Background: an optimization exercise with open tools, aiming at small area, a short achievable clock period and few clock cycles per item. Do not read the settings as production practice. Only simulation tests tie the RTL to the original design; equivalence was not proved.

==> flow/config.mk <==
export PLATFORM = sky130hd
export DESIGN_NAME = ldg_chain
export DESIGN_NICKNAME = ldg_chain
export VERILOG_FILES = /design/flow/design.v
export SDC_FILE = /design/flow/constraint.sdc
export NUM_CORES = 4
export LEC_CHECK = 0
export CAP_MARGIN = 20
export CORE_MARGIN = 2
export CORE_UTILIZATION = 55
export CTS_BUF_LIST = sky130_fd_sc_hd__clkbuf_16
export CTS_CLUSTER_DIAMETER = 80
export CTS_CLUSTER_SIZE = 20
export PLACE_DENSITY = 0.65
export SETUP_SLACK_MARGIN = 5
export SLEW_MARGIN = 20
==> flow/flow/margin.txt <==
5
==> flow/flow/run.sh <==
#!/bin/bash
# Own layout flow: the standard flow (standard.sh: unchanged synthesis and
# steps, the design's clock and constraints), with two changes to how the
# layout is made:
#  - the port buffers that global placement inserts on every input and output
#    are the smallest plain buffer (buf_1) instead of the one buffer_ports
#    picks by itself (clkdlybuf4s50_1, 2.7 times the area);
#  - the timing repair aims for more setup slack than config.mk may ask for
#    (SETUP_SLACK_MARGIN), so that it sizes the round logic for a shorter
#    period. The clock period and the SDC are not changed.
# make's full output goes to flow_make.log in the work folder; each ORFS step
# also writes its own log under orfs/logs/.
set -euo pipefail
export BUFFER_PORTS_ARGS="-buffer_cell sky130_fd_sc_hd__buf_1"
margin=$(cat flow/margin.txt)
if grep -q '^export SETUP_SLACK_MARGIN' config.mk; then
  sed -i "s/^export SETUP_SLACK_MARGIN.*/export SETUP_SLACK_MARGIN = $margin/" config.mk
else
  echo "export SETUP_SLACK_MARGIN = $margin" >> config.mk
fi
cp config.mk config_used.mk
bash standard.sh finish > flow_make.log 2>&1
test -f out/final.def
==> flow/constraint.sdc <==
create_clock -name core_clock -period 10.0 [get_ports {clk}]
set_input_delay 2.0000 -clock core_clock [delete_from_list [all_inputs] [get_ports {clk}]]
set_output_delay 2.0000 -clock core_clock [all_outputs]
set_load 0.01 [all_outputs]
==> flow/standard.sh <==
#!/bin/bash
# synth_recipe.tcl (not shown) runs the flow's synth.tcl, then flattens the netlist and writes it again
# the make line also repeats each setting of config.mk as NAME=value (left out here)
make -C /OpenROAD-flow-scripts/flow DESIGN_CONFIG=/design/flow/config.mk WORK_HOME=/design/flow/orfs CLKGATE_MAP_FILE= SYNTH_SCRIPT=/design/flow/synth_recipe.tcl "${@:-finish}"
==> flow/design.v <==
module ldg_chain (
    input  wire         clk,
    input  wire         rst,         
    input  wire         in_valid,
    output wire         in_ready,
    input  wire [1:0]   in_op,       
    input  wire [143:0] in_data,     
    output wire         out_valid,
    input  wire         out_ready,
    output wire [255:0] out_entry    
);
    localparam [1:0] OP_APPEND  = 2'd0;
    localparam [1:0] OP_WORN    = 2'd1;
    localparam [1:0] OP_GENESIS = 2'd2;
    localparam [31:0] IV0 = 32'h6a09e667, IV1 = 32'hbb67ae85, IV2 = 32'h3c6ef372,
                      IV3 = 32'ha54ff53a, IV4 = 32'h510e527f, IV5 = 32'h9b05688c,
                      IV6 = 32'h1f83d9ab, IV7 = 32'h5be0cd19;
    function [31:0] rotr(input [31:0] x, input integer n);
        rotr = (x >> n) | (x << (32 - n));
    endfunction
    function [31:0] add_bk(input [31:0] x, input [31:0] y);
        reg [31:0] gg, pp;
        integer k, s;
        begin
            gg = x & y;
            pp = x ^ y;
            for (s = 1; s < 32; s = s * 2)
                for (k = 2*s - 1; k < 32; k = k + 2*s) begin
                    gg[k] = gg[k] | (pp[k] & gg[k-s]);
                    pp[k] = pp[k] & pp[k-s];
                end
            for (s = 8; s >= 1; s = s / 2)
                for (k = 3*s - 1; k < 32; k = k + 2*s) begin
                    gg[k] = gg[k] | (pp[k] & gg[k-s]);
                    pp[k] = pp[k] & pp[k-s];
                end
            add_bk = (x ^ y) ^ {gg[30:0], 1'b0};
        end
    endfunction
    function [63:0] csa(input [31:0] x, input [31:0] y, input [31:0] z);
        csa = {x ^ y ^ z, ((x & y) | (x & z) | (y & z)) << 1};
    endfunction
    reg         busy;        
    reg         gmode;       
    reg         pz;          
    reg         acc;         
    reg         ovalid;      
    reg         worn;        
    reg  [5:0]  rc;          
    reg  [11:0] seq;         
    reg  [31:0] a, b, c, d, e, f, g;
    reg  [31:0] hkw;         
    reg  [31:0] kreg;        
    reg  [31:0] p [0:7];     
    reg  [31:0] q [8:15];    
    wire fin   = busy & (gmode ? (rc == 6'd23) : (rc == 6'd0));
    wire last  = fin & ~rst;
    wire ofree = ~ovalid | out_ready;
    wire idle  = ~rst & ~busy & ~acc & in_valid & ofree;
    wire start = idle & ((in_op == OP_APPEND) | (in_op == OP_GENESIS));
    wire run   = ~rst & (busy | start);
    wire take_acc = acc & in_valid;
    wire rot   = run & ~gmode & (rc >= 6'd1) & (rc <= 6'd8);    
    wire shift = run & (gmode ? (rc >= 6'd16) : (rc >= 6'd15));  
    assign in_ready  = fin | acc;
    assign out_valid = ovalid;
    assign out_entry = {4'd0, seq, {p[0][15:0], p[1], p[2], p[3], p[4], p[5], p[6], p[7]}
                                   | {240{worn}}};
    wire [31:0] S1  = rotr(e, 6) ^ rotr(e, 11) ^ rotr(e, 25);
    wire [31:0] S0  = rotr(a, 2) ^ rotr(a, 13) ^ rotr(a, 22);
    wire [31:0] ch  = (e & f) ^ (~e & g);
    wire [31:0] mj  = (a & b) ^ (a & c) ^ (b & c);
    wire [63:0] t1c = csa(hkw, ch, S1);
    wire [63:0] ec  = csa(t1c[63:32], t1c[31:0], d);
    wire [31:0] e_n = ec[63:32] + ec[31:0];
    wire [63:0] ac1 = csa(t1c[63:32], t1c[31:0], mj);
    wire [63:0] ac2 = csa(ac1[63:32], ac1[31:0], S0);
    wire [31:0] a_n = ac2[63:32] + ac2[31:0];
    wire [5:0]  rk = rc + 6'd1;
    wire [31:0] kz;
    wire kn39, kn40, kn41, kn42, kn43, kn44, kn45, kn46, kn47, kn48;
    wire kn49, kn50, kn51, kn52, kn53, kn54, kn55, kn56, kn57, kn58;
    wire kn59, kn60, kn61, kn62, kn63, kn64, kn65, kn66, kn67, kn68;
    wire kn69, kn70, kn71, kn72, kn74, kn75, kn76, kn77, kn78, kn79;
    wire kn80, kn81, kn82, kn83, kn84, kn85, kn86, kn87, kn88, kn89;
    wire kn90, kn91, kn92, kn93, kn94, kn95, kn96, kn97, kn98, kn99;
    wire kn100, kn101, kn102, kn103, kn104, kn105, kn106, kn107, kn108, kn109;
    wire kn110, kn111, kn112, kn113, kn114, kn116, kn117, kn118, kn119, kn120;
    wire kn121, kn122, kn123, kn124, kn125, kn126, kn127, kn128, kn129, kn130;
    wire kn131, kn132, kn133, kn134, kn135, kn136, kn137, kn138, kn140, kn141;
    wire kn142, kn143, kn144, kn145, kn146, kn147, kn148, kn149, kn150, kn151;
    wire kn152, kn153, kn154, kn155, kn156, kn157, kn158, kn159, kn160, kn161;
    wire kn162, kn163, kn164, kn165, kn166, kn167, kn168, kn169, kn170, kn171;
    wire kn173, kn174, kn175, kn176, kn177, kn178, kn179, kn180, kn181, kn182;
    wire kn183, kn184, kn185, kn186, kn187, kn188, kn189, kn190, kn191, kn192;
    wire kn193, kn194, kn196, kn197, kn198, kn199, kn200, kn201, kn202, kn203;
    wire kn204, kn205, kn206, kn207, kn208, kn209, kn210, kn211, kn212, kn214;
    wire kn215, kn216, kn217, kn218, kn219, kn220, kn221, kn222, kn223, kn224;
    wire kn225, kn226, kn227, kn228, kn229, kn230, kn231, kn232, kn233, kn234;
    wire kn235, kn236, kn237, kn238, kn239, kn241, kn242, kn243, kn244, kn245;
    wire kn246, kn247, kn248, kn249, kn250, kn251, kn252, kn253, kn254, kn255;
    wire kn256, kn257, kn259, kn260, kn261, kn262, kn263, kn264, kn265, kn266;
    wire kn267, kn268, kn269, kn270, kn271, kn272, kn273, kn274, kn275, kn276;
    wire kn277, kn278, kn279, kn280, kn281, kn282, kn283, kn284, kn286, kn287;
    wire kn288, kn289, kn290, kn291, kn292, kn293, kn294, kn295, kn296, kn297;
    wire kn298, kn299, kn300, kn301, kn302, kn303, kn304, kn305, kn306, kn308;
    wire kn309, kn310, kn311, kn312, kn313, kn314, kn315, kn316, kn317, kn318;
    wire kn319, kn320, kn321, kn322, kn323, kn324, kn325, kn326, kn327, kn328;
    wire kn329, kn330, kn331, kn333, kn334, kn335, kn336, kn337, kn338, kn339;
    wire kn340, kn341, kn342, kn343, kn344, kn345, kn346, kn347, kn348, kn349;
    wire kn350, kn351, kn353, kn354, kn355, kn356, kn357, kn358, kn359, kn360;
    wire kn361, kn362, kn363, kn364, kn365, kn366, kn367, kn368, kn369, kn371;
    wire kn372, kn373, kn374, kn375, kn376, kn377, kn378, kn379, kn380, kn381;
    wire kn382, kn383, kn384, kn385, kn386, kn387, kn389, kn390, kn391, kn392;
    wire kn393, kn394, kn395, kn396, kn397, kn398, kn399, kn400, kn401, kn402;
    wire kn403, kn404, kn406, kn407, kn408, kn409, kn410, kn411, kn412, kn413;
    wire kn414, kn415, kn416, kn417, kn418, kn419, kn420, kn421, kn422, kn424;
    wire kn425, kn426, kn427, kn428, kn429, kn430, kn431, kn432, kn433, kn434;
    wire kn436, kn437, kn438, kn439, kn440, kn441, kn442, kn443, kn444, kn445;
    wire kn447, kn448, kn449, kn450, kn451, kn452, kn453, kn454, kn455, kn456;
    wire kn457, kn458, kn459, kn460, kn461, kn462, kn463, kn464, kn465, kn467;
    wire kn468, kn469, kn470, kn471, kn472, kn473, kn474, kn475, kn476, kn477;
    wire kn478, kn479, kn480, kn481, kn482, kn483, kn485, kn486, kn487, kn488;
    wire kn489, kn490, kn491, kn492, kn493, kn494, kn495, kn496, kn497, kn498;
    wire kn499, kn501, kn502, kn503, kn504, kn505, kn506, kn507, kn508, kn509;
    wire kn510, kn511, kn512, kn513, kn515, kn516, kn517, kn518, kn519, kn520;
    wire kn521, kn522, kn523, kn524, kn525, kn526, kn527, kn528, kn529, kn530;
    wire kn532, kn533, kn534, kn535, kn536, kn537, kn538, kn539, kn540, kn541;
    wire kn542, kn543, kn545, kn546, kn547, kn548, kn549, kn550, kn551, kn552;
    wire kn553, kn554, kn555, kn556, kn557, kn558, kn560, kn561, kn562, kn563;
    wire kn564, kn565, kn566, kn567, kn569, kn570, kn571, kn572, kn573, kn574;
    wire kn575, kn576, kn577, kn578, kn579, kn580, kn581, kn583, kn584, kn585;
    wire kn586, kn587, kn588, kn589, kn590, kn591, kn592, kn593, kn594, kn596;
    wire kn597, kn598, kn599, kn600, kn601, kn602, kn603, kn604, kn605, kn606;
    wire kn607, kn608, kn610, kn611, kn612, kn613, kn614, kn615, kn616, kn617;
    wire kn618, kn619, kn621, kn622, kn623, kn624, kn625, kn626, kn627, kn628;
    wire kn629, kn630, kn631, kn633, kn634, kn635, kn636, kn637, kn638, kn639;
    wire kn640, kn641, kn642;
    assign kn39 = rk[4] & ~rk[2];
    assign kn40 = ~rk[5] & rk[1];
    assign kn41 = ~rk[3] & kn40;
    assign kn42 = ~rk[5] & ~rk[2];
    assign kn43 = ~kn41 & kn42;
    assign kn44 = ~rk[5] & ~rk[1];
    assign kn45 = ~rk[2] & ~rk[0];
    assign kn46 = kn44 & kn45;
    assign kn47 = kn43 & ~kn46;
    assign kn48 = ~rk[3] & ~rk[1];
    assign kn49 = rk[4] & rk[1];
    assign kn50 = ~rk[5] & kn49;
    assign kn51 = ~kn48 & ~kn50;
    assign kn52 = ~kn47 & kn51;
    assign kn53 = ~kn39 & ~kn52;
    assign kn54 = rk[5] & kn39;
    assign kn55 = ~rk[1] & kn54;
    assign kn56 = rk[4] & ~rk[3];
    assign kn57 = rk[1] & kn56;
    assign kn58 = ~rk[4] & ~rk[2];
    assign kn59 = rk[5] & ~rk[3];
    assign kn60 = kn58 & kn59;
    assign kn61 = ~kn57 & ~kn60;
    assign kn62 = ~kn55 & kn61;
    assign kn63 = rk[5] & rk[0];
    assign kn64 = rk[1] & kn63;
    assign kn65 = rk[3] & rk[2];
    assign kn66 = kn64 & kn65;
    assign kn67 = rk[2] & ~rk[0];
    assign kn68 = ~rk[4] & ~rk[1];
    assign kn69 = kn67 & kn68;
    assign kn70 = ~rk[5] & kn69;
    assign kn71 = ~kn66 & ~kn70;
    assign kn72 = kn62 & kn71;
    assign kz[31] = ~kn53 & kn72;
    assign kn74 = ~kn39 & ~kn45;
    assign kn75 = ~rk[2] & rk[1];
    assign kn76 = kn74 & kn75;
    assign kn77 = rk[2] & rk[1];
    assign kn78 = kn56 & kn77;
    assign kn79 = ~rk[4] & rk[2];
    assign kn80 = rk[5] & ~rk[1];
    assign kn81 = kn79 & kn80;
    assign kn82 = ~kn78 & ~kn81;
    assign kn83 = ~kn76 & kn82;
    assign kn84 = rk[3] & ~rk[0];
    assign kn85 = ~kn39 & kn44;
    assign kn86 = kn84 & kn85;
    assign kn87 = ~rk[0] & ~kn39;
    assign kn88 = ~rk[3] & kn44;
    assign kn89 = ~kn87 & kn88;
    assign kn90 = rk[5] & rk[2];
    assign kn91 = ~kn84 & kn90;
    assign kn92 = rk[5] & rk[1];
    assign kn93 = ~rk[4] & kn92;
    assign kn94 = ~kn91 & kn93;
    assign kn95 = ~kn89 & ~kn94;
    assign kn96 = ~kn86 & kn95;
    assign kn97 = kn83 & kn96;
    assign kn98 = rk[5] & rk[3];
    assign kn99 = kn39 & ~kn98;
    assign kn100 = rk[2] & rk[0];
    assign kn101 = ~rk[5] & rk[4];
    assign kn102 = ~rk[1] & kn101;
    assign kn103 = kn100 & kn102;
    assign kn104 = ~kn55 & ~kn103;
    assign kn105 = ~kn99 & ~kn104;
    assign kn106 = rk[3] & rk[0];
    assign kn107 = kn79 & kn106;
    assign kn108 = ~rk[1] & rk[0];
    assign kn109 = kn56 & kn108;
    assign kn110 = ~kn107 & ~kn109;
    assign kn111 = rk[2] & ~kn68;
    assign kn112 = ~kn110 & kn111;
    assign kn113 = ~kn92 & kn112;
    assign kn114 = ~kn105 & ~kn113;
    assign kz[30] = ~kn97 | ~kn114;
    assign kn116 = ~rk[0] & kn101;
    assign kn117 = ~kn80 & kn99;
    assign kn118 = ~kn116 & kn117;
    assign kn119 = ~rk[2] & kn89;
    assign kn120 = rk[4] & ~kn48;
    assign kn121 = ~kn75 & kn120;
    assign kn122 = kn63 & kn121;
    assign kn123 = ~kn119 & ~kn122;
    assign kn124 = ~kn118 & kn123;
    assign kn125 = rk[4] & ~rk[0];
    assign kn126 = ~rk[3] & kn125;
    assign kn127 = ~kn106 & ~kn126;
    assign kn128 = ~kn67 & kn127;
    assign kn129 = kn40 & kn128;
    assign kn130 = kn48 & kn67;
    assign kn131 = ~kn70 & ~kn130;
    assign kn132 = ~kn56 & ~kn65;
    assign kn133 = kn80 & kn132;
    assign kn134 = rk[3] & kn92;
    assign kn135 = kn67 & kn134;
    assign kn136 = ~kn133 & ~kn135;
    assign kn137 = kn131 & kn136;
    assign kn138 = ~kn129 & kn137;
    assign kz[29] = ~kn124 | ~kn138;
    assign kn140 = rk[5] & kn68;
    assign kn141 = ~rk[3] & ~rk[0];
    assign kn142 = kn44 & kn141;
    assign kn143 = ~kn140 & ~kn142;
    assign kn144 = ~rk[2] & ~kn143;
    assign kn145 = ~rk[5] & ~rk[4];
    assign kn146 = rk[2] & kn145;
    assign kn147 = kn106 & kn146;
    assign kn148 = ~kn45 & ~kn100;
    assign kn149 = kn102 & kn148;
    assign kn150 = ~kn147 & ~kn149;
    assign kn151 = ~kn144 & kn150;
    assign kn152 = rk[4] & rk[2];
    assign kn153 = ~kn40 & ~kn152;
    assign kn154 = rk[2] & kn40;
    assign kn155 = ~rk[3] & rk[0];
    assign kn156 = ~kn154 & kn155;
    assign kn157 = ~kn153 & kn156;
    assign kn158 = kn63 & kn152;
    assign kn159 = kn100 & kn145;
    assign kn160 = ~kn158 & ~kn159;
    assign kn161 = ~kn44 & ~kn92;
    assign kn162 = ~kn160 & kn161;
    assign kn163 = ~kn157 & ~kn162;
    assign kn164 = kn151 & kn163;
    assign kn165 = ~rk[4] & kn84;
    assign kn166 = ~kn98 & ~kn165;
    assign kn167 = ~kn126 & kn166;
    assign kn168 = kn87 & ~kn145;
    assign kn169 = kn167 & kn168;
    assign kn170 = kn75 & ~kn167;
    assign kn171 = ~kn169 & ~kn170;
    assign kz[28] = kn164 & kn171;
    assign kn173 = kn45 & kn92;
    assign kn174 = ~rk[4] & kn173;
    assign kn175 = ~rk[1] & ~kn42;
    assign kn176 = ~kn140 & kn175;
    assign kn177 = ~kn174 & ~kn176;
    assign kn178 = ~rk[3] & ~kn177;
    assign kn179 = ~rk[4] & kn155;
    assign kn180 = ~kn126 & ~kn179;
    assign kn181 = kn79 & kn84;
    assign kn182 = kn180 & ~kn181;
    assign kn183 = kn40 & ~kn182;
    assign kn184 = rk[3] & kn44;
    assign kn185 = ~kn106 & ~kn184;
    assign kn186 = ~kn74 & ~kn185;
    assign kn187 = ~rk[2] & ~rk[1];
    assign kn188 = rk[0] & ~kn145;
    assign kn189 = kn187 & kn188;
    assign kn190 = kn49 & kn90;
    assign kn191 = ~kn106 & kn190;
    assign kn192 = ~kn189 & ~kn191;
    assign kn193 = ~kn186 & kn192;
    assign kn194 = ~kn183 & kn193;
    assign kz[27] = kn178 | ~kn194;
    assign kn196 = ~rk[0] & kn80;
    assign kn197 = ~kn132 & kn196;
    assign kn198 = kn106 & kn187;
    assign kn199 = kn42 & kn84;
    assign kn200 = rk[4] & kn199;
    assign kn201 = ~kn198 & ~kn200;
    assign kn202 = ~kn197 & kn201;
    assign kn203 = rk[2] & kn155;
    assign kn204 = rk[4] & ~kn203;
    assign kn205 = kn44 & ~kn204;
    assign kn206 = kn58 & kn84;
    assign kn207 = ~kn145 & ~kn206;
    assign kn208 = ~kn42 & ~kn207;
    assign kn209 = ~kn91 & ~kn179;
    assign kn210 = rk[1] & ~kn209;
    assign kn211 = ~kn208 & ~kn210;
    assign kn212 = ~kn205 & kn211;
    assign kz[26] = kn202 & kn212;
    assign kn214 = ~rk[4] & kn67;
    assign kn215 = ~kn203 & ~kn214;
    assign kn216 = kn40 & ~kn215;
    assign kn217 = rk[5] & ~kn141;
    assign kn218 = ~kn108 & kn217;
    assign kn219 = rk[0] & kn184;
    assign kn220 = ~kn218 & ~kn219;
    assign kn221 = kn58 & ~kn220;
    assign kn222 = ~kn216 & ~kn221;
    assign kn223 = kn40 & kn186;
    assign kn224 = ~rk[0] & kn152;
    assign kn225 = kn92 & kn224;
    assign kn226 = rk[2] & kn84;
    assign kn227 = ~rk[5] & kn226;
    assign kn228 = ~kn109 & ~kn227;
    assign kn229 = ~kn225 & kn228;
    assign kn230 = ~rk[0] & ~kn58;
    assign kn231 = ~kn79 & kn106;
    assign kn232 = kn80 & ~kn231;
    assign kn233 = ~kn230 & kn232;
    assign kn234 = ~kn39 & ~kn100;
    assign kn235 = rk[1] & ~kn234;
    assign kn236 = ~kn180 & kn235;
    assign kn237 = ~kn233 & ~kn236;
    assign kn238 = kn229 & kn237;
    assign kn239 = ~kn223 & kn238;
    assign kz[25] = ~kn222 | ~kn239;
    assign kn241 = rk[0] & kn43;
    assign kn242 = ~rk[3] & kn92;
    assign kn243 = kn67 & kn242;
    assign kn244 = ~kn198 & ~kn243;
    assign kn245 = kn241 & kn244;
    assign kn246 = ~kn76 & ~kn130;
    assign kn247 = ~rk[5] & ~kn75;
    assign kn248 = kn141 & ~kn247;
    assign kn249 = ~rk[5] & kn179;
    assign kn250 = ~kn248 & ~kn249;
    assign kn251 = kn246 & kn250;
    assign kn252 = rk[3] & kn103;
    assign kn253 = ~rk[4] & ~kn108;
    assign kn254 = kn161 & kn253;
    assign kn255 = kn65 & kn254;
    assign kn256 = ~kn252 & ~kn255;
    assign kn257 = kn251 & kn256;
    assign kz[24] = kn245 | ~kn257;
    assign kn259 = kn65 & kn101;
    assign kn260 = ~rk[2] & kn106;
    assign kn261 = ~kn203 & ~kn260;
    assign kn262 = ~kn259 & kn261;
    assign kn263 = kn44 & ~kn262;
    assign kn264 = rk[3] & ~kn92;
    assign kn265 = rk[2] & kn264;
    assign kn266 = ~kn263 & ~kn265;
    assign kn267 = ~rk[4] & ~kn266;
    assign kn268 = ~kn64 & ~kn98;
    assign kn269 = ~kn88 & kn268;
    assign kn270 = kn39 & ~kn269;
    assign kn271 = ~kn80 & ~kn224;
    assign kn272 = ~kn45 & kn80;
    assign kn273 = ~kn271 & ~kn272;
    assign kn274 = ~kn243 & ~kn273;
    assign kn275 = ~kn270 & kn274;
    assign kn276 = kn41 & ~kn79;
    assign kn277 = ~kn118 & kn276;
    assign kn278 = rk[5] & kn109;
    assign kn279 = kn80 & kn84;
    assign kn280 = ~kn184 & ~kn279;
    assign kn281 = ~kn278 & kn280;
    assign kn282 = rk[2] & ~kn281;
    assign kn283 = ~kn277 & ~kn282;
    assign kn284 = kn275 & kn283;
    assign kz[23] = kn267 | ~kn284;
    assign kn286 = rk[0] & kn40;
    assign kn287 = ~rk[4] & kn286;
    assign kn288 = ~kn60 & ~kn287;
    assign kn289 = kn41 & kn67;
    assign kn290 = kn68 & kn84;
    assign kn291 = ~kn289 & ~kn290;
    assign kn292 = ~rk[2] & kn155;
    assign kn293 = kn68 & kn98;
    assign kn294 = ~kn196 & ~kn293;
    assign kn295 = ~kn292 & kn294;
    assign kn296 = kn291 & kn295;
    assign kn297 = kn288 & kn296;
    assign kn298 = kn90 & kn165;
    assign kn299 = ~kn252 & ~kn298;
    assign kn300 = kn152 & kn242;
    assign kn301 = kn77 & kn106;
    assign kn302 = ~rk[5] & kn301;
    assign kn303 = ~kn187 & ~kn199;
    assign kn304 = ~kn302 & kn303;
    assign kn305 = ~kn300 & kn304;
    assign kn306 = kn299 & kn305;
    assign kz[22] = kn297 & kn306;
    assign kn308 = kn84 & kn154;
    assign kn309 = ~rk[4] & kn130;
    assign kn310 = ~kn308 & ~kn309;
    assign kn311 = rk[3] & ~kn54;
    assign kn312 = ~kn49 & kn59;
    assign kn313 = kn45 & ~kn312;
    assign kn314 = ~kn311 & kn313;
    assign kn315 = ~rk[2] & kn44;
    assign kn316 = ~kn90 & ~kn315;
    assign kn317 = rk[4] & rk[3];
    assign kn318 = ~rk[0] & ~kn317;
    assign kn319 = ~kn316 & kn318;
    assign kn320 = ~kn314 & ~kn319;
    assign kn321 = kn310 & kn320;
    assign kn322 = kn80 & kn292;
    assign kn323 = ~kn106 & ~kn322;
    assign kn324 = kn68 & ~kn323;
    assign kn325 = rk[3] & kn286;
    assign kn326 = ~kn50 & ~kn325;
    assign kn327 = ~rk[2] & ~kn326;
    assign kn328 = ~kn74 & kn134;
    assign kn329 = ~kn162 & ~kn328;
    assign kn330 = ~kn327 & kn329;
    assign kn331 = ~kn324 & kn330;
    assign kz[21] = kn321 & kn331;
    assign kn333 = ~kn260 & ~kn279;
    assign kn334 = ~kn39 & ~kn333;
    assign kn335 = ~kn81 & ~kn334;
    assign kn336 = ~kn98 & ~kn335;
    assign kn337 = ~kn44 & ~kn152;
    assign kn338 = kn125 & kn337;
    assign kn339 = ~rk[4] & kn46;
    assign kn340 = ~kn338 & ~kn339;
    assign kn341 = kn44 & kn224;
    assign kn342 = kn75 & kn141;
    assign kn343 = ~kn259 & ~kn342;
    assign kn344 = ~kn341 & kn343;
    assign kn345 = kn340 & kn344;
    assign kn346 = ~kn41 & ~kn98;
    assign kn347 = kn39 & ~kn346;
    assign kn348 = kn92 & ~kn179;
    assign kn349 = ~kn204 & kn348;
    assign kn350 = ~kn347 & ~kn349;
    assign kn351 = kn345 & kn350;
    assign kz[20] = ~kn336 & kn351;
    assign kn353 = ~rk[1] & ~kn45;
    assign kn354 = ~kn45 & ~kn126;
    assign kn355 = kn40 & ~kn354;
    assign kn356 = ~kn75 & kn312;
    assign kn357 = ~kn355 & ~kn356;
    assign kn358 = ~kn353 & ~kn357;
    assign kn359 = ~kn81 & ~kn108;
    assign kn360 = ~kn84 & ~kn317;
    assign kn361 = ~kn359 & ~kn360;
    assign kn362 = ~rk[2] & ~kn106;
    assign kn363 = kn145 & kn362;
    assign kn364 = kn39 & kn63;
    assign kn365 = kn48 & kn145;
    assign kn366 = ~kn364 & ~kn365;
    assign kn367 = ~kn363 & kn366;
    assign kn368 = ~kn361 & kn367;
    assign kn369 = ~kn263 & kn368;
    assign kz[19] = ~kn358 & kn369;
    assign kn371 = ~kn214 & ~kn292;
    assign kn372 = ~rk[5] & ~kn371;
    assign kn373 = ~kn181 & ~kn272;
    assign kn374 = kn359 & ~kn373;
    assign kn375 = kn104 & ~kn374;
    assign kn376 = ~kn372 & kn375;
    assign kn377 = ~kn106 & ~kn217;
    assign kn378 = ~kn288 & kn377;
    assign kn379 = kn44 & kn100;
    assign kn380 = ~kn76 & ~kn379;
    assign kn381 = rk[3] & ~kn380;
    assign kn382 = kn92 & kn260;
    assign kn383 = kn84 & kn187;
    assign kn384 = ~kn300 & ~kn383;
    assign kn385 = ~kn382 & kn384;
    assign kn386 = ~kn381 & kn385;
    assign kn387 = ~kn378 & kn386;
    assign kz[18] = ~kn376 | ~kn387;
    assign kn389 = kn125 & ~kn187;
    assign kn390 = ~kn161 & kn389;
    assign kn391 = kn48 & kn152;
    assign kn392 = ~rk[5] & kn203;
    assign kn393 = ~kn391 & ~kn392;
    assign kn394 = ~kn390 & kn393;
    assign kn395 = ~kn198 & ~kn286;
    assign kn396 = rk[4] & ~kn395;
    assign kn397 = kn63 & kn265;
    assign kn398 = ~kn396 & ~kn397;
    assign kn399 = kn394 & kn398;
    assign kn400 = ~kn75 & ~kn339;
    assign kn401 = kn360 & ~kn400;
    assign kn402 = ~kn44 & ~kn98;
    assign kn403 = ~kn167 & kn402;
    assign kn404 = ~kn401 & ~kn403;
    assign kz[17] = kn399 & kn404;
    assign kn406 = kn140 & ~kn155;
    assign kn407 = kn326 & ~kn406;
    assign kn408 = ~kn148 & ~kn407;
    assign kn409 = rk[5] & kn198;
    assign kn410 = kn187 & ~kn377;
    assign kn411 = ~kn409 & kn410;
    assign kn412 = kn41 & kn214;
    assign kn413 = ~kn292 & ~kn317;
    assign kn414 = ~kn145 & ~kn190;
    assign kn415 = ~kn413 & ~kn414;
    assign kn416 = ~kn412 & ~kn415;
    assign kn417 = kn44 & ~kn180;
    assign kn418 = ~kn158 & ~kn230;
    assign kn419 = ~kn360 & kn418;
    assign kn420 = ~kn417 & ~kn419;
    assign kn421 = kn416 & kn420;
    assign kn422 = ~kn411 & kn421;
    assign kz[16] = kn408 | ~kn422;
    assign kn424 = ~kn196 & ~kn219;
    assign kn425 = ~kn234 & ~kn424;
    assign kn426 = ~kn243 & ~kn276;
    assign kn427 = kn49 & kn292;
    assign kn428 = kn141 & kn146;
    assign kn429 = ~kn427 & ~kn428;
    assign kn430 = kn426 & kn429;
    assign kn431 = ~kn206 & ~kn279;
    assign kn432 = ~kn225 & kn431;
    assign kn433 = ~kn112 & kn432;
    assign kn434 = kn430 & kn433;
    assign kz[15] = kn425 | ~kn434;
    assign kn436 = ~kn122 & ~kn241;
    assign kn437 = kn51 & kn248;
    assign kn438 = ~kn334 & ~kn437;
    assign kn439 = kn436 & kn438;
    assign kn440 = ~kn99 & ~kn214;
    assign kn441 = ~rk[1] & ~kn440;
    assign kn442 = ~kn287 & ~kn441;
    assign kn443 = ~kn173 & ~kn308;
    assign kn444 = rk[4] & ~kn443;
    assign kn445 = kn442 & ~kn444;
    assign kz[14] = ~kn439 | ~kn445;
    assign kn447 = ~kn84 & ~kn155;
    assign kn448 = kn49 & ~kn100;
    assign kn449 = ~kn447 & kn448;
    assign kn450 = kn40 & kn224;
    assign kn451 = ~kn148 & kn242;
    assign kn452 = ~kn450 & ~kn451;
    assign kn453 = ~kn449 & kn452;
    assign kn454 = ~kn342 & ~kn383;
    assign kn455 = ~rk[4] & ~kn454;
    assign kn456 = kn88 & kn125;
    assign kn457 = ~kn325 & ~kn456;
    assign kn458 = ~kn455 & kn457;
    assign kn459 = ~kn98 & ~kn140;
    assign kn460 = kn67 & ~kn459;
    assign kn461 = ~kn80 & ~kn107;
    assign kn462 = ~kn81 & ~kn196;
    assign kn463 = ~kn461 & kn462;
    assign kn464 = ~kn460 & ~kn463;
    assign kn465 = kn458 & kn464;
    assign kz[13] = ~kn453 | ~kn465;
    assign kn467 = kn42 & kn447;
    assign kn468 = rk[1] & kn467;
    assign kn469 = kn106 & ~kn414;
    assign kn470 = ~kn159 & ~kn287;
    assign kn471 = ~kn469 & kn470;
    assign kn472 = ~kn468 & kn471;
    assign kn473 = kn39 & kn184;
    assign kn474 = rk[5] & kn49;
    assign kn475 = ~kn473 & ~kn474;
    assign kn476 = kn362 & ~kn475;
    assign kn477 = kn152 & kn279;
    assign kn478 = ~kn161 & kn181;
    assign kn479 = kn81 & kn141;
    assign kn480 = ~kn478 & ~kn479;
    assign kn481 = ~kn477 & kn480;
    assign kn482 = ~kn381 & kn481;
    assign kn483 = ~kn476 & kn482;
    assign kz[12] = ~kn472 | ~kn483;
    assign kn485 = ~kn179 & ~kn317;
    assign kn486 = ~rk[1] & ~kn485;
    assign kn487 = kn101 & kn155;
    assign kn488 = rk[5] & ~kn127;
    assign kn489 = ~kn487 & ~kn488;
    assign kn490 = ~kn486 & kn489;
    assign kn491 = ~rk[2] & ~kn490;
    assign kn492 = ~kn84 & ~kn214;
    assign kn493 = kn40 & ~kn492;
    assign kn494 = ~kn107 & ~kn365;
    assign kn495 = ~kn379 & kn494;
    assign kn496 = rk[1] & kn226;
    assign kn497 = ~kn479 & ~kn496;
    assign kn498 = kn495 & kn497;
    assign kn499 = ~kn493 & kn498;
    assign kz[11] = ~kn491 & kn499;
    assign kn501 = kn75 & kn346;
    assign kn502 = ~kn64 & ~kn130;
    assign kn503 = kn152 & ~kn502;
    assign kn504 = ~kn397 & ~kn503;
    assign kn505 = ~kn501 & kn504;
    assign kn506 = rk[0] & kn293;
    assign kn507 = kn99 & kn108;
    assign kn508 = rk[0] & ~kn79;
    assign kn509 = kn88 & kn508;
    assign kn510 = ~kn507 & ~kn509;
    assign kn511 = ~kn506 & kn510;
    assign kn512 = ~kn236 & ~kn374;
    assign kn513 = kn511 & kn512;
    assign kz[10] = ~kn505 | ~kn513;
    assign kn515 = ~kn126 & ~kn152;
    assign kn516 = ~kn206 & kn515;
    assign kn517 = kn92 & ~kn516;
    assign kn518 = ~kn49 & ~kn68;
    assign kn519 = kn186 & ~kn518;
    assign kn520 = ~kn198 & kn310;
    assign kn521 = ~kn519 & kn520;
    assign kn522 = ~kn517 & kn521;
    assign kn523 = kn230 & kn264;
    assign kn524 = kn442 & kn523;
    assign kn525 = kn487 & kn507;
    assign kn526 = kn100 & kn232;
    assign kn527 = ~rk[3] & kn254;
    assign kn528 = ~kn526 & ~kn527;
    assign kn529 = ~kn525 & kn528;
    assign kn530 = ~kn524 & kn529;
    assign kz[9] = ~kn522 | ~kn530;
    assign kn532 = kn39 & ~kn220;
    assign kn533 = kn45 & kn68;
    assign kn534 = ~kn293 & ~kn391;
    assign kn535 = ~kn533 & kn534;
    assign kn536 = ~kn100 & kn365;
    assign kn537 = ~kn278 & ~kn536;
    assign kn538 = kn535 & kn537;
    assign kn539 = rk[0] & ~kn49;
    assign kn540 = ~kn126 & ~kn539;
    assign kn541 = kn90 & ~kn540;
    assign kn542 = ~kn216 & ~kn541;
    assign kn543 = kn538 & kn542;
    assign kz[8] = ~kn532 & kn543;
    assign kn545 = kn64 & kn317;
    assign kn546 = ~kn278 & ~kn545;
    assign kn547 = ~kn60 & ~kn154;
    assign kn548 = ~kn413 & ~kn547;
    assign kn549 = ~kn54 & ~kn85;
    assign kn550 = kn141 & ~kn549;
    assign kn551 = ~kn548 & ~kn550;
    assign kn552 = kn546 & kn551;
    assign kn553 = ~kn69 & ~kn301;
    assign kn554 = ~kn328 & kn553;
    assign kn555 = ~kn473 & ~kn506;
    assign kn556 = kn554 & kn555;
    assign kn557 = kn244 & ~kn252;
    assign kn558 = kn556 & kn557;
    assign kz[7] = kn552 & kn558;
    assign kn560 = kn69 & ~kn98;
    assign kn561 = ~kn174 & ~kn409;
    assign kn562 = ~kn560 & kn561;
    assign kn563 = ~kn116 & ~kn301;
    assign kn564 = ~kn342 & kn563;
    assign kn565 = ~kn121 & kn160;
    assign kn566 = kn564 & kn565;
    assign kn567 = kn326 & kn566;
    assign kz[6] = ~kn562 | ~kn567;
    assign kn569 = kn44 & kn362;
    assign kn570 = kn546 & ~kn569;
    assign kn571 = ~rk[2] & kn141;
    assign kn572 = ~kn92 & ~kn571;
    assign kn573 = ~kn348 & ~kn572;
    assign kn574 = ~kn141 & ~kn198;
    assign kn575 = ~kn518 & ~kn574;
    assign kn576 = ~kn573 & ~kn575;
    assign kn577 = kn570 & kn576;
    assign kn578 = ~kn39 & kn261;
    assign kn579 = kn40 & ~kn578;
    assign kn580 = kn299 & ~kn444;
    assign kn581 = ~kn579 & kn580;
    assign kz[5] = kn577 & kn581;
    assign kn583 = ~kn42 & ~kn79;
    assign kn584 = kn128 & kn583;
    assign kn585 = ~kn206 & ~kn584;
    assign kn586 = rk[1] & ~kn585;
    assign kn587 = ~kn66 & ~kn450;
    assign kn588 = ~kn159 & ~kn197;
    assign kn589 = kn84 & ~kn337;
    assign kn590 = ~kn67 & ~kn155;
    assign kn591 = kn68 & ~kn590;
    assign kn592 = ~kn589 & ~kn591;
    assign kn593 = kn588 & kn592;
    assign kn594 = kn587 & kn593;
    assign kz[4] = kn586 | ~kn594;
    assign kn596 = ~rk[4] & ~kn222;
    assign kn597 = kn79 & kn98;
    assign kn598 = ~kn196 & ~kn597;
    assign kn599 = ~kn569 & kn598;
    assign kn600 = ~kn165 & ~kn279;
    assign kn601 = ~kn599 & kn600;
    assign kn602 = ~kn101 & kn447;
    assign kn603 = ~kn572 & ~kn602;
    assign kn604 = ~kn227 & ~kn259;
    assign kn605 = ~kn249 & ~kn325;
    assign kn606 = kn604 & kn605;
    assign kn607 = ~kn603 & kn606;
    assign kn608 = ~kn601 & kn607;
    assign kz[3] = ~kn596 & kn608;
    assign kn610 = ~kn64 & ~kn116;
    assign kn611 = rk[3] & ~kn610;
    assign kn612 = rk[4] & kn203;
    assign kn613 = ~kn46 & ~kn365;
    assign kn614 = ~kn612 & kn613;
    assign kn615 = ~kn611 & kn614;
    assign kn616 = kn58 & ~kn377;
    assign kn617 = ~kn152 & kn447;
    assign kn618 = kn272 & ~kn617;
    assign kn619 = ~kn616 & ~kn618;
    assign kz[2] = kn615 & kn619;
    assign kn621 = ~kn249 & ~kn597;
    assign kn622 = kn291 & kn621;
    assign kn623 = ~kn173 & ~kn322;
    assign kn624 = kn587 & kn623;
    assign kn625 = kn622 & kn624;
    assign kn626 = ~kn196 & ~kn235;
    assign kn627 = ~rk[4] & ~kn626;
    assign kn628 = rk[1] & kn39;
    assign kn629 = ~kn467 & ~kn628;
    assign kn630 = ~kn468 & ~kn629;
    assign kn631 = ~kn627 & ~kn630;
    assign kz[1] = kn625 & kn631;
    assign kn633 = kn59 & kn214;
    assign kn634 = ~kn289 & ~kn477;
    assign kn635 = ~kn633 & kn634;
    assign kn636 = ~kn199 & ~kn487;
    assign kn637 = kn110 & kn636;
    assign kn638 = kn340 & kn637;
    assign kn639 = ~kn184 & ~kn628;
    assign kn640 = ~kn166 & ~kn639;
    assign kn641 = kn623 & ~kn640;
    assign kn642 = kn638 & kn641;
    assign kz[0] = kn635 & kn642;
    wire [31:0] p0m = p[0] & {32{~(pz | rst)}};
    wire [31:0] p1m = p[1] & {32{~pz}};
    wire [31:0] wn  = (rc <= 6'd7) ? p1m : q[15];
    wire [63:0] hc  = csa(g, kreg, wn);
    wire [31:0] hkw_n = hc[63:32] + hc[31:0];
    wire [31:0] ws0 = rotr(p[1], 7) ^ rotr(p[1], 18) ^ (p[1] >> 3);
    wire [31:0] ws1 = rotr(q[14], 17) ^ rotr(q[14], 19) ^ (q[14] >> 10);
    wire [63:0] wc1 = csa(ws1, q[9], ws0);
    wire [63:0] wc2 = csa(wc1[63:32], wc1[31:0], p[0]);
    wire [31:0] wnext = wc2[63:32] + wc2[31:0];
    reg [31:0] dword;
    always @(*) begin
        case (rc[2:0])
            3'd7:    dword = {4'd0, seq, in_data[143:128]};
            3'd0:    dword = in_data[127:96];
            3'd1:    dword = rc[5] ? {4'd0, seq, in_data[143:128]} : in_data[95:64];
            3'd2:    dword = rc[5] ? in_data[127:96] : in_data[63:32];
            3'd3:    dword = rc[5] ? in_data[95:64]  : in_data[31:0];
            3'd4:    dword = in_data[63:32];
            default: dword = in_data[31:0];
        endcase
    end
    wire dtail  = (rc >= 6'd7) & (rc <= 6'd11);
    wire lateld = ~gmode & (rc >= 6'd57) & (rc <= 6'd61);
    reg [31:0] tail;
    always @(*) begin
        case (rc)
            6'd12: tail = {~gmode, 31'd0};
            6'd13: tail = 32'd0;
            6'd14: tail = {23'd0, ~gmode, ~gmode, 1'b0, ~gmode, 5'd0};    
            default: tail = dtail ? dword : wnext & {32{~gmode}};
        endcase
    end
    wire last_app = last & ~gmode;
    wire pmove = rot | shift | last_app;
    wire [31:0] p7_in = rot ? p0m : lateld ? dword : q[8];
    wire [31:0] p0_nxt = pmove ? p[1] : p0m;
    integer i;
    always @(posedge clk) begin
        if (pmove) begin
            for (i = 0; i < 4; i = i + 1)
                p[i] <= p[i+1];
            p[4] <= p[5];
            p[5] <= last_app ? a_n : p[6];
            p[6] <= last_app ? add_bk(IV1, a) : p[7];
            p[7] <= last_app ? add_bk(IV2, b) : p7_in;
        end
        for (i = 8; i < 15; i = i + 1)
            q[i] <= q[i+1];
        q[15] <= tail;
        kreg <= (run & ~last) ? kz : 32'h71374491;    
        if (run & ~last) begin
            a   <= a_n;
            b   <= a;
            c   <= b;
            d   <= c;
            e   <= e_n;
            f   <= e;
            g   <= f;
            hkw <= hkw_n;
        end else begin
            a   <= IV0;
            b   <= IV1;
            c   <= IV2;
            d   <= IV3;
            e   <= IV4;
            f   <= IV5;
            g   <= IV6;
            hkw <= add_bk(IV7 + 32'h428a2f98, p0_nxt);
        end
        if (rst) begin
            busy   <= 1'b0;
            gmode  <= 1'b0;
            pz     <= 1'b1;
            acc    <= 1'b0;
            ovalid <= 1'b0;
            worn   <= 1'b0;
            rc     <= 6'd1;
            seq    <= 12'd0;
        end else begin
            rc   <= (start & in_op[1]) ? 6'd8 : (run & ~last) ? rc + 6'd1 : 6'd1;
            busy <= start | (busy & ~last);
            if (start)
                gmode <= in_op[1];
            else if (last)
                gmode <= 1'b0;
            if (last)
                pz <= 1'b0;
            acc  <= idle & in_op[0];
            if (last & ~gmode) begin
                ovalid <= 1'b1;
                worn   <= 1'b0;
            end else if (take_acc & (in_op == OP_WORN)) begin
                ovalid <= 1'b1;
                worn   <= 1'b1;
            end else if (out_ready)
                ovalid <= 1'b0;
            if (last & gmode)
                seq <= 12'd0;
            else if (ovalid & out_ready)
                seq <= seq + 12'd1;
        end
    end
endmodule
==> results of run 1 <==
[registers in the layout, indices dropped and copies added (netlist names)]
signal  count
q         256
d          32
b          32
busy        1
p         256
e          32
pz          1
c          32
kreg       32
seq        12
g          32
rc          6
worn        1
hkw        32
a          32
gmode       1
acc         1
ovalid      1
f          32
[worst max path at each step]
stage | endpoint | from | depth (start not counted) | slack, ns
2_1_floorplan | hkw[30] | in_op[0] | 22 | 4.42
3_3_place_gp | hkw[31] | rst | 19 | 3.58
3_5_place_dp | hkw[31] | rst | 19 | 3.53
4_1_cts | hkw[31] | rst | 22 | 4.92
5_1_grt | hkw[31] | rst | 23 | 4.66
6_report | hkw[31] | rst | 23 | 4.84
[cells by family (layout without fill, tap and decap cells)]
logic type	after synthesis	count (layout)	synth area share
adder cells (fa/ha/maj)	417	417	0.1513
buffers and inverters	500	805	0.04297
AO/OA/AOI/OAI	992	992	0.1408
XOR/XNOR	412	412	0.08010
flip-flops	824	824	0.4231
other	1	9	0.00008325
multiplexers	43	43	0.009555
AND/OR/NAND/NOR	1385	1386	0.1520
[critical path: stages]
cell and delay [ns]:
buf_12 0.10, nand2b_4 0.13, or3_4 0.35, a311oi_4 0.30, buf_6 0.17, buf_6 0.12
buf_6 0.09, o21ai_2 0.05, ha_2 0.19, a311o_1 0.30, a21oi_2 0.18, nor2_2 0.07
and4b_2 0.34, buf_4 0.13, nor3_2 0.04, o21ai_2 0.22, a31oi_4 0.13, nor2_4 0.14
a21oi_2 0.08, ha_4 0.19, xnor2_2 0.12, nand2_1 0.09, o211ai_1 0.09
[metrics by stage]
stage	util	instance area, um^2
3_5_place_dp	0.5854	47300
6_report	0.6230	50340
5_1_grt	0.6230	50340
2_1_floorplan	-	45130
3_3_place_gp	0.5854	47300
4_1_cts	0.6132	49550
[layer usage]
layer | GRT usage | share of wire
met1 | 0.4957 | 0.38
met2 | 0.6196 | 0.45
met3 | 0.07755 | 0.093
met4 | 0.2248 | 0.073
met5 | 0 | 0.000071
[cells in the final DEF (no fill, tap or decap), drive strengths merged, types with 55 or more instances in the layout]
cell / synthesis / routed
nand2b: 96 / 96
a22oi: 61 / 61
and2: 83 / 83
edfxtp: 256 / 256
a21oi: 289 / 289
xnor2: 280 / 280
nor2: 293 / 294
dfxtp: 568 / 568
o21ai: 233 / 233
a21o: 70 / 70
a211oi: 56 / 56
or2: 245 / 245
buf: 30 / 513
ha: 188 / 188
xor2: 132 / 132
fa: 217 / 217
clkbuf: 268 / 55
nand2: 432 / 432
inv: 198 / 217
[final cells by class]
class	instances	share of cell area
multi-input cells	3254	0.4966
well taps	1060	0.02634
clock inverters	35	0.006437
diodes	5	0.0002485
inverters	202	0.01526
repair buffers	515	0.04846
flip-flops and latches	824	0.3803
clock buffers	53	0.02634
[timing repair]
item / CTS / global route
cloned: 1 / 0
hold endpoints to repair: 0 / 0
setup endpoints to repair: 270 / 44
gates resized for setup: 108 / 118
setup buffers: 23 / 29
pin swaps: 38 / 69
==> impl_results.md, run 1 <==
- CP endpoint kind: flip-flop
- Run status: complete, no violations
- Routed vias/inst: 6.107
- Synth area leader: dfxtp_1
- Hold Vio Cnt, Final: 0
- Main synth FF type: dfxtp_1
- Hpwl dp: 129.1 mm
- Min-Delay Path Class: flip-flop to flip-flop
- IO buf count: 403
- Placed Cells: 5,802
- Starting Density: 0.5575
- Initial DRC Count: 4,188
- Final WS setup: 4.838 ns
- Yosys warns: 3
- Number of synthesized flops with an enable pin: 256
- Vias post-DR: 36,324
- Post-synth top cells: dfxtp_1, nand2_1, nor2_1
- Slew margin rel.: 0.1866
- Sink Count: between 800 and 900
- Multi-input gate area: around 0.025 mm^2
- Final worst path period share: 0.5162
- Crit start category: input port
- Final setup fails: 0
- Fin nets: about 5,400
- Total track usage: 0.3892
- R2r worst-path depth: 18
- Routed Antenna Nets: 0
- Largest net degree at the start of global routing: 170
- Worst-case hold path end point: q[10][0]
- Post-synth top area share: 0.2524
- Die Wd: between 200 and 300 um
- Cell row count: 104
- Synth top area cells: dfxtp_1, edfxtp_1, fa_1
- First-pass GRT wire length: 239.3 mm
- Reg-to-Reg Start: e[12]
- H-tree levels: 2
- Drt total wl: 168.0 mm
- Hold buffers post-CTS: 0
- Yosys cell types: 88
- Crit Path Class: input port to flip-flop
- # IOs: 408
- Clock skew: 0.07043 ns
- Placer congestion estimate: between 1 and 1.5
- Hold path depth: 0
- Count leader, synth: dfxtp_1
- Critical path arrival: 5.64 ns
- Post-place setup slack: 3.526 ns
- Max clock buf depth: 3
- Num CTS Buffers: 52
- Setup TNS: 0 ns
- Fmax: a little under 0.2 GHz
- Worst slew pin tran: 1.212 ns
- Initial antenna violation count: 10
- Drt wl/cell: roughly 28 um
- Vias in the first global route: 34,471
- GRT overflow: 0
- Clock insertion delay at the later pin of the skew report: 0.68 ns
- Root Buffer: clkbuf_16
- Fillers: 6,911
- Die Footprint: 0.08421 mm^2
- Tmin final: 5.162 ns
- RSZ-0062 raised after global routing: true
- Hold_ws: around 0.27 ns
- Asr flop ratio synth: 0
- Reg clk slew, reported paths: 0.08 ns
- Post-synthesis sequential area ratio: 0.4231
- Reg-to-reg slack, setup: 5.00 ns
- Syn avg cell area: approximately 10 um^2
- Synthesized area: 0.04505 mm^2
- HP Start: q[11][0]
- #FFs+latches synth: between 800 and 900
- Core area: 0.08081 mm^2
- RR Endpoint: p[5][31]
- Post-Layout Cell Count: 5,948
- Register area: ~0.019 mm^2
- Worst Path Max Fanout: 5
- Share of cells above drive strength 1: 0.1288
- DRC: 0
- Mapped Cells: 4,574
- Max_cap viols: 0
- CTS tree: done
- Total iterations of the first detailed-routing run: 6
- Die height: 290.2 um
- CP Data Required Time: about 10 ns
- Layout area overhead: 11.76%
- Final Max Tran Viols: 0
Testbench counts, summed over its fixed seeds: cycles 24,720, items 384.
==> inputs of run 2 (changes only) <==
--- a/flow/config.mk
+++ b/flow/config.mk
@@ -9,3 +9,3 @@
 export CORE_MARGIN = 2
-export CORE_UTILIZATION = 55
+export CORE_UTILIZATION = 68
 export CTS_BUF_LIST = sky130_fd_sc_hd__clkbuf_16
@@ -13,3 +13,3 @@
 export CTS_CLUSTER_SIZE = 20
-export PLACE_DENSITY = 0.65
+export PLACE_DENSITY = 0.78
 export SETUP_SLACK_MARGIN = 5
==> run 2 against run 1 <==
- still clean on timing, DRC and antenna
- synthesized area is the same
- fmax shrank 4.7%
- clock-buffer cell count shrank 5
- largest cell class unchanged
==> impl_results.md, run 2 <==
- Num CTS Buffers: 48 (was 52)
- H-tree levels: 2 (unchanged)
- GRT overflow: 0 (unchanged)
- IO buf count: 403 (unchanged)
- Post-synth top cells: dfxtp_1, nand2_1, nor2_1 (unchanged)
- Worst Path Max Fanout: 5 (unchanged)
- Routed Antenna Nets: 0 (unchanged)
- Asr flop ratio synth: 0 (unchanged)
- Reg-to-Reg Start: e[25] (was e[12])
- Number of synthesized flops with an enable pin: 256 (unchanged)
- Hold path depth: 0 (unchanged)
- CP Data Required Time: 10.39 ns (was 10.48 ns)
- Vias in the first global route: 35,923 (was 34,471)
- Yosys warns: 3 (unchanged)
- R2r worst-path depth: 19 (was 18)
- Share of cells above drive strength 1: 0.1271 (was 0.1288)
- Mapped Cells: 4,574 (unchanged)
- Routed vias/inst: 6.666 (was 6.107)
- Crit Path Class: flip-flop to flip-flop (was input port to flip-flop)
- Synth top area cells: dfxtp_1, edfxtp_1, fa_1 (unchanged)
- Die Wd: 261.4 um (was 290.2 um)
- Final Max Tran Viols: 0 (unchanged)
- Critical path arrival: 5.80 ns (was 5.64 ns)
- Commonest non-fill, non-tap cell in the layout: dfxtp_1 (unchanged)
- First-pass GRT wire length: 237.8 mm (was 239.3 mm)
- Setup TNS: 0 ns (unchanged)
- HP Start: q[11][6] (was q[11][0])
- Total track usage: 0.4832 (was 0.3892)
- RSZ-0062 raised after global routing: true (unchanged)
- Run status: complete, no violations (unchanged)
- DRC: 0 (unchanged)
- Syn avg cell area: 9.848 um^2 (unchanged)
- Initial antenna violation count: 5 (was 10)
- #FFs+latches synth: 824 (unchanged)
- Die height: 261.4 um (was 290.2 um)
- Synth area leader: dfxtp_1 (unchanged)
- Post-synth top area share: 0.2524 (unchanged)
- Hold_ws: 0.3114 ns (was 0.2745 ns)
- Root Buffer: clkbuf_16 (unchanged)
- Max clock buf depth: 3 (unchanged)
- Hold Vio Cnt, Final: 0 (unchanged)
- Synthesized area: 0.04505 mm^2 (unchanged)
- Final setup fails: 0 (unchanged)
- Reg clk slew, reported paths: 0.09 ns (was 0.08 ns)
- Vias post-DR: 38,338 (was 36,324)
- Crit start category: flip-flop (was input port)
- Biggest regs: p: 256 flops, q: 256 flops (unchanged)
- Cell row count: 94 (was 104)
- Slew margin rel.: 0.2034 (was 0.1866)
- Total iterations of the first detailed-routing run: 10 (was 6)
- Post-synthesis sequential area ratio: 0.4231 (unchanged)
- Fmax: 0.1846 GHz (was 0.1937 GHz)
- Max_cap viols: 0 (unchanged)
- Starting Density: 0.6864 (was 0.5575)
- CP startpoint: e[25] (was rst)
- Most frequent cells in the layout: dfxtp_1, nand2_1, buf_1 (unchanged)
- Layout area overhead: 11.20% (was 11.76%)
- WL met1: 57.61 mm (was 64.01 mm)
- Main synth FF type: dfxtp_1 (unchanged)
- Min-Delay Path Class: flip-flop to flip-flop (unchanged)
- Worst slew pin tran: 1.195 ns (was 1.212 ns)
- Fillers: 4,204 (was 6,911)
- Drt wl/cell: 29.73 um (was 28.25 um)
- Placer congestion estimate: 1.058 (was 1.053)
- Fin nets: 5,410 (was 5,404)
- Final WS setup: 4.583 ns (was 4.838 ns)
- Initial DRC Count: 5,657 (was 4,188)
- Met2 Wirelength: 73.54 mm (was 76.07 mm)
- Drt total wl: 171.0 mm (was 168.0 mm)
- # IOs: 408 (unchanged)
- Sink Count: 824 (unchanged)
- CTS tree: done (unchanged)
- Top layer in use: met5 (unchanged)
- Die Footprint: 0.06832 mm^2 (was 0.08421 mm^2)
- WL met3: 22.04 mm (was 15.64 mm)
- Clock skew: 0.05900 ns (was 0.07043 ns)
- Clock insertion delay at the later pin of the skew report: 0.68 ns (about the same)
- Multi-input gate area: 0.02505 mm^2 (was 0.02500 mm^2)
- Yosys cell types: 88 (unchanged)
- CP endpoint kind: flip-flop (unchanged)
- Core area: 0.06563 mm^2 (was 0.08081 mm^2)
- Tmin final: 5.417 ns (was 5.162 ns)
- Largest net degree at the start of global routing: 144 (was 170)
- Hpwl dp: 120.6 mm (was 129.1 mm)
- Final worst path period share: 0.5417 (was 0.5162)
- Hold buffers post-CTS: 0 (unchanged)
- Post-place setup slack: 3.204 ns (was 3.526 ns)
- Register area: 0.01912 mm^2 (was 0.01915 mm^2)
- Count leader, synth: dfxtp_1 (unchanged)
[run 2: cell counts after synthesis]
No cell type changed its count.
[run 2: cells by family after synthesis]
logic type / synth area share
simple gates: 0.1520
flops: 0.4231
mux: 0.009555
fa+ha+maj: 0.1513
buf+inv: 0.04297
other cells: 0.00008325
compound gates: 0.1408
xor+xnor: 0.08010
[run 2: routing by layer]
metal / vias to the layer above / GRT usage
met4: 2 / 0.3706
li1: 16138 / -
met1: 18059 / 0.5824
met5: - / 0
met3: 943 / 0.1382
met2: 3196 / 0.7356
[run 2: worst max-delay path, stage by stage (launching register included)]
cell and delay, ns:
dfxtp_2 0.49, xor2_2 0.19, xnor2_1 0.16, fa_1 0.48
fa_1 0.54, inv_2 0.05, fa_1 0.64, ha_2 0.26
inv_2 0.06, fa_2 0.37, nor2b_4 0.16, o2111ai_4 0.15
a21oi_2 0.21, buf_6 0.15, o211ai_1 0.12, a21boi_2 0.32
o2111ai_2 0.15, a32oi_2 0.31, xnor2_2 0.23, o21ai_1 0.11
[run 2: worst paths after layout]
kind	to	slack (ns)
setup / recovery	p[5][31]	4.58
hold / removal	q[10][6]	0.31
setup reg to reg	p[5][31]	4.58
hold reg to reg	q[10][6]	0.31
[run 2: final cells by class]
class / instances / area share
timing repair buffer: 526 / 0.05255
multi-input combinational: 3253 / 0.5001
tap: 864 / 0.02158
clock buffer: 48 / 0.02398
antenna: 3 / 0.0001499
inverter: 202 / 0.01534
clock inverter: 31 / 0.004646
sequential: 824 / 0.3817
[run 2: repair_timing]
action | CTS | global route
buffers inserted | 38 | 34
setup endpoints to repair | 432 | 275
resized for setup | 108 | 151
cloned | 3 | 0
pin swaps | 44 | 81
[run 2: stage by stage]
| stage | util | cells | cell area (um^2) |
|---|---|---|---|
| 6_report | 0.7633 | 5751 | 50090 |
| 5_1_grt | 0.7632 | 5748 | 50090 |
| 4_1_cts | 0.7502 | 5714 | 49230 |
| 3_5_place_dp | 0.7157 | 5594 | 46970 |
| 3_3_place_gp | 0.7157 | 5594 | 46970 |
| 2_1_floorplan | - | 4577 | 45130 |
==> inputs of run 3 (changes only) <==
--- a/flow/design.v
+++ b/flow/design.v
@@ -52,3 +52,2 @@
     reg  [31:0] hkw;         
-    reg  [31:0] kreg;        
     reg  [31:0] p [0:7];     
@@ -78,3 +77,3 @@
     wire [31:0] a_n = ac2[63:32] + ac2[31:0];
-    wire [5:0]  rk = rc + 6'd1;
+    wire [5:0]  rk = rc;
     wire [31:0] kz;
@@ -746,3 +745,3 @@
     wire [31:0] wn  = (rc <= 6'd7) ? p1m : q[15];
-    wire [63:0] hc  = csa(g, kreg, wn);
+    wire [63:0] hc  = csa(g, kz, wn);
     wire [31:0] hkw_n = hc[63:32] + hc[31:0];
@@ -793,3 +792,2 @@
         q[15] <= tail;
-        kreg <= (run & ~last) ? kz : 32'h71374491;    
         if (run & ~last) begin
--- a/flow/config.mk
+++ b/flow/config.mk
@@ -9,3 +9,3 @@
 export CORE_MARGIN = 2
-export CORE_UTILIZATION = 68
+export CORE_UTILIZATION = 55
 export CTS_BUF_LIST = sky130_fd_sc_hd__clkbuf_16
@@ -13,3 +13,3 @@
 export CTS_CLUSTER_SIZE = 20
-export PLACE_DENSITY = 0.78
+export PLACE_DENSITY = 0.65
 export SETUP_SLACK_MARGIN = 5
==> run 3 against run 2 <==
- cell count up 3.5%
- first-iteration DRC count down 22%
- non-clock buffer count up 55
- cell area up 2.2%
- global-route usage down 7.6 points
- wire length up 2.0%
- clock skew up 0.014 ns
- via count down 3.8%
- die area up 21%
- highest routed layer unchanged
==> impl_results.md, run 3 <==
- CP endpoint: hkw[25] (was p[5][31])
- Synth top area cells: dfxtp_1, edfxtp_1, fa_1 (unchanged)
- CP most frequent cell: buf_6 (was fa_1)
- Fillers: 6,655 (was 4,204)
- R2r worst-path depth: 19 (unchanged)
- Sink Count: 792 (was 824)
- Biggest regs: p: 256 flops, q: 256 flops (unchanged)
- Worst slew pin tran: 1.314 ns (was 1.195 ns)
- Die height: 288.0 um (was 261.4 um)
- Yosys cell types: 79 (was 88)
- Placer congestion estimate: 1.030 (was 1.058)
- Drt wl/cell: 29.31 um (was 29.73 um)
- Total track usage: 0.4067 (was 0.4832)
- Fmax: 0.1868 GHz (was 0.1846 GHz)
- Yosys warns: 3 (unchanged)
- Cell row count: 104 (was 94)
- First-pass GRT wire length: 241.3 mm (was 237.8 mm)
- Post-synth top cells: dfxtp_1, nand2_1, a21oi_1 (was dfxtp_1, nand2_1, nor2_1)
- Number of synthesized flops with an enable pin: 256 (unchanged)
- GRT overflow: 0 (unchanged)
- Hold Vio Cnt, Final: 0 (unchanged)
- Post-synth top area share: 0.2420 (was 0.2524)
- Hold_ws: 0.2786 ns (was 0.3114 ns)
- Max incr delay on CP: 0.34 ns (was 0.64 ns)
- Critical path arrival: 5.83 ns (was 5.80 ns)
- Total iterations of the first detailed-routing run: 7 (was 10)
- CP startpoint: rst (was e[25])
- Die Footprint: 0.08292 mm^2 (was 0.06832 mm^2)
- Synth area leader: dfxtp_1 (unchanged)
- CTS tree: done (unchanged)
- RR Endpoint: p[5][31] (unchanged)
- Num CTS Buffers: 48 (unchanged)
- H-tree levels: 2 (unchanged)
- Post-synthesis sequential area ratio: 0.4153 (was 0.4231)
- Starting Density: 0.5533 (was 0.6864)
- Worst Path Max Fanout: 5 (unchanged)
- Final setup fails: 0 (unchanged)
- Post-Layout Cell Count: 5,950 (was 5,751)
- # IOs: 408 (unchanged)
- Tmin final: 5.354 ns (was 5.417 ns)
- Share of cells above drive strength 1: 0.1619 (was 0.1271)
- Min-Delay Path Class: flip-flop to flip-flop (unchanged)
- Crit Path Class: input port to flip-flop (was flip-flop to flip-flop)
- Clock insertion delay at the later pin of the skew report: 0.66 ns (was 0.68 ns)
- Core area: 0.08016 mm^2 (was 0.06563 mm^2)
- Fin nets: 5,417 (was 5,410)
- Drt total wl: 174.4 mm (was 171.0 mm)
- Mapped Cells: 4,527 (was 4,574)
- IO buf count: 403 (unchanged)
- Max_cap viols: 0 (unchanged)
- Reg clk slew, reported paths: 0.09 ns (about the same)
- Routed vias/inst: 6.196 (was 6.666)
- Setup TNS: 0 ns (unchanged)
- Synthesized area: 0.04435 mm^2 (was 0.04505 mm^2)
- Final Instance Area: 0.05118 mm^2 (was 0.05009 mm^2)
- Final Max Tran Viols: 0 (unchanged)
- Register area: 0.01853 mm^2 (was 0.01912 mm^2)
- Clock skew: 0.07299 ns (was 0.05900 ns)
- Run status: complete, no violations (unchanged)
- Routed Antenna Nets: 0 (unchanged)
- Syn avg cell area: 9.797 um^2 (was 9.848 um^2)
- Hold buffers post-CTS: 0 (unchanged)
- Placed Cells: 5,740 (was 5,594)
- Reg-to-Reg Start: e[17] (was e[25])
- Crit path max-delay cell type: or3_4 (was fa_1)
- Max clock buf depth: 3 (unchanged)
- Commonest non-fill, non-tap cell in the layout: dfxtp_1 (unchanged)
- Main synth FF type: dfxtp_1 (unchanged)
- RSZ-0062 raised after global routing: true (unchanged)
- Vias in the first global route: 34,443 (was 35,923)
- Vias post-DR: 36,867 (was 38,338)
- Hpwl dp: 129.4 mm (was 120.6 mm)
- CP endpoint kind: flip-flop (unchanged)
- Post-DP Area: 0.04659 mm^2 (was 0.04697 mm^2)
- Die Wd: 288.0 um (was 261.4 um)
- Crit start category: input port (was flip-flop)
- Root Buffer: clkbuf_16 (unchanged)
- Multi-input gate area: 0.02554 mm^2 (was 0.02505 mm^2)
- #FFs+latches synth: 792 (was 824)
- Asr flop ratio synth: 0 (unchanged)
- Count leader, synth: dfxtp_1 (unchanged)
- Slew margin rel.: 0.1182 (was 0.2034)
- Layout area overhead: 15.40% (was 11.20%)
- Final worst path period share: 0.5354 (was 0.5417)
- Largest net degree at the start of global routing: 126 (was 144)
- DRC: 0 (unchanged)
- CP Data Required Time: 10.48 ns (was 10.39 ns)
- Reg-to-reg slack, setup: 4.92 ns (was 4.58 ns)
- Most frequent cells in the layout: dfxtp_1, buf_1, nand2_1 (was dfxtp_1, nand2_1, buf_1)
- Initial DRC Count: 4,396 (was 5,657)
- Initial antenna violation count: 6 (was 5)
-- run 3: how the worst min path moves through the flow --
| stage | start | to | slack (ns) | cells after the start |
|---|---|---|---|---|
| finish | q[10][17] | q[9][17] | 0.28 | 0 |
| CTS | q[10][17] | q[9][17] | 0.28 | 0 |
| detailed placement | q[11][30] | q[10][30] | 0.31 | 0 |
| floorplan | q[11][0] | q[10][0] | 0.31 | 0 |
| global route | q[10][17] | q[9][17] | 0.29 | 0 |
| global placement | q[11][7] | q[10][7] | 0.31 | 0 |
-- run 3: critical path, delay by kind of cell --
kind,cells,cell delay [ns]
adder cells (fa/ha/maj),2,0.32
buffers and inverters,9,0.98
XOR/XNOR,1,0.13
AO/OA/AOI/OAI,10,1.76
AND/OR/NAND/NOR,4,0.60
-- run 3: metal layers --
layer	wire length, um	vias up	track usage
li1	-	16196	-
met1	65820	17936	0.5080
met2	78910	2190	0.6477
met3	16650	543	0.08994
met4	13000	2	0.2418
met5	10	-	0
-- run 3: logic make-up (layout without fill, tap and decap cells) --
logic type,count (synthesis),in the layout,share of synthesized area
xor gates and xnor gates,409,409,0.08077
other,1,7,0.00008456
AOI/OAI and AO/OA,1009,1009,0.1450
adders and majority gates,412,412,0.1528
DFF,792,792,0.4153
muxes,57,57,0.01295
buffers and inverters,576,932,0.04917
and+or+nand+nor,1271,1272,0.1439
-- run 3: layout make-up --
cell class              count  area share
repair inverters            3   0.0005134
multi-input cells        3163      0.4991
diodes                      3   0.0001467
clock inverters            31    0.004156
well taps                1060     0.02591
flip-flops and latches    792      0.3620
repair buffers            581     0.06403
clock buffers              48     0.02347
inverters                 269     0.02066
-- run 3: repair_timing --
item / 4_1_cts / 5_1_grt
gates cloned: 7 / 3
buffers inserted: 66 / 51
resized for setup: 254 / 191
pin swaps: 76 / 103
setup endpoints to repair: 265 / 133
-- run 3: through the flow --
step | setup WS [ns] | utilization
2_1_floorplan | 3.772 | -
3_3_place_gp | 2.632 | 0.5813
3_5_place_dp | 2.572 | 0.5813
4_1_cts | 4.676 | 0.6209
5_1_grt | 4.525 | 0.6384
6_report | 4.646 | 0.6385
Testbench counts of run 3, summed over its fixed seeds: cycles 24,720, items 384.

re-timing with driven ports:
No port has a modelled driver above. Below, the same layouts with a new extraction and two added sets of constraints. Step 1 (the two cells are an assumption about what drives the block):
set clk [get_ports {clk}]
set_driving_cell -lib_cell sky130_fd_sc_hd__clkbuf_16 $clk
set_driving_cell -lib_cell sky130_fd_sc_hd__buf_2 [delete_from_list [all_inputs] $clk]
Step 2 times the ports against the registers' clock, not the clock port: input delays grow and output delays shrink by t, the midpoint of the rising clock arrivals with the driver on. Three values: ideal, step 1, step 2; two values: the first two.
| run | t (ns) | setup WS [ns] | clock arrival spread, ns | worst register clock-pin slew, ns | worst data-port slew with drivers (ns) |
|---|---|---|---|---|---|
| run 1 | 0.718 | 4.838 / 4.851 / 4.133 | 0.073 / 0.072 | 0.09 / 0.09 | 0.08 |
| run 2 | 0.726 | 4.583 / 4.583 / 3.999 | 0.059 / 0.059 | 0.09 / 0.09 | 0.06 |
| run 3 | 0.694 | 4.646 / 4.662 / 3.968 | 0.075 / 0.075 | 0.09 / 0.09 | 0.07 |
After both steps setup and hold are still met in every run listed. For run 1, which loses most, drivers alone change the setup slack by +0.013 ns; drivers and shift together by -0.705 ns.
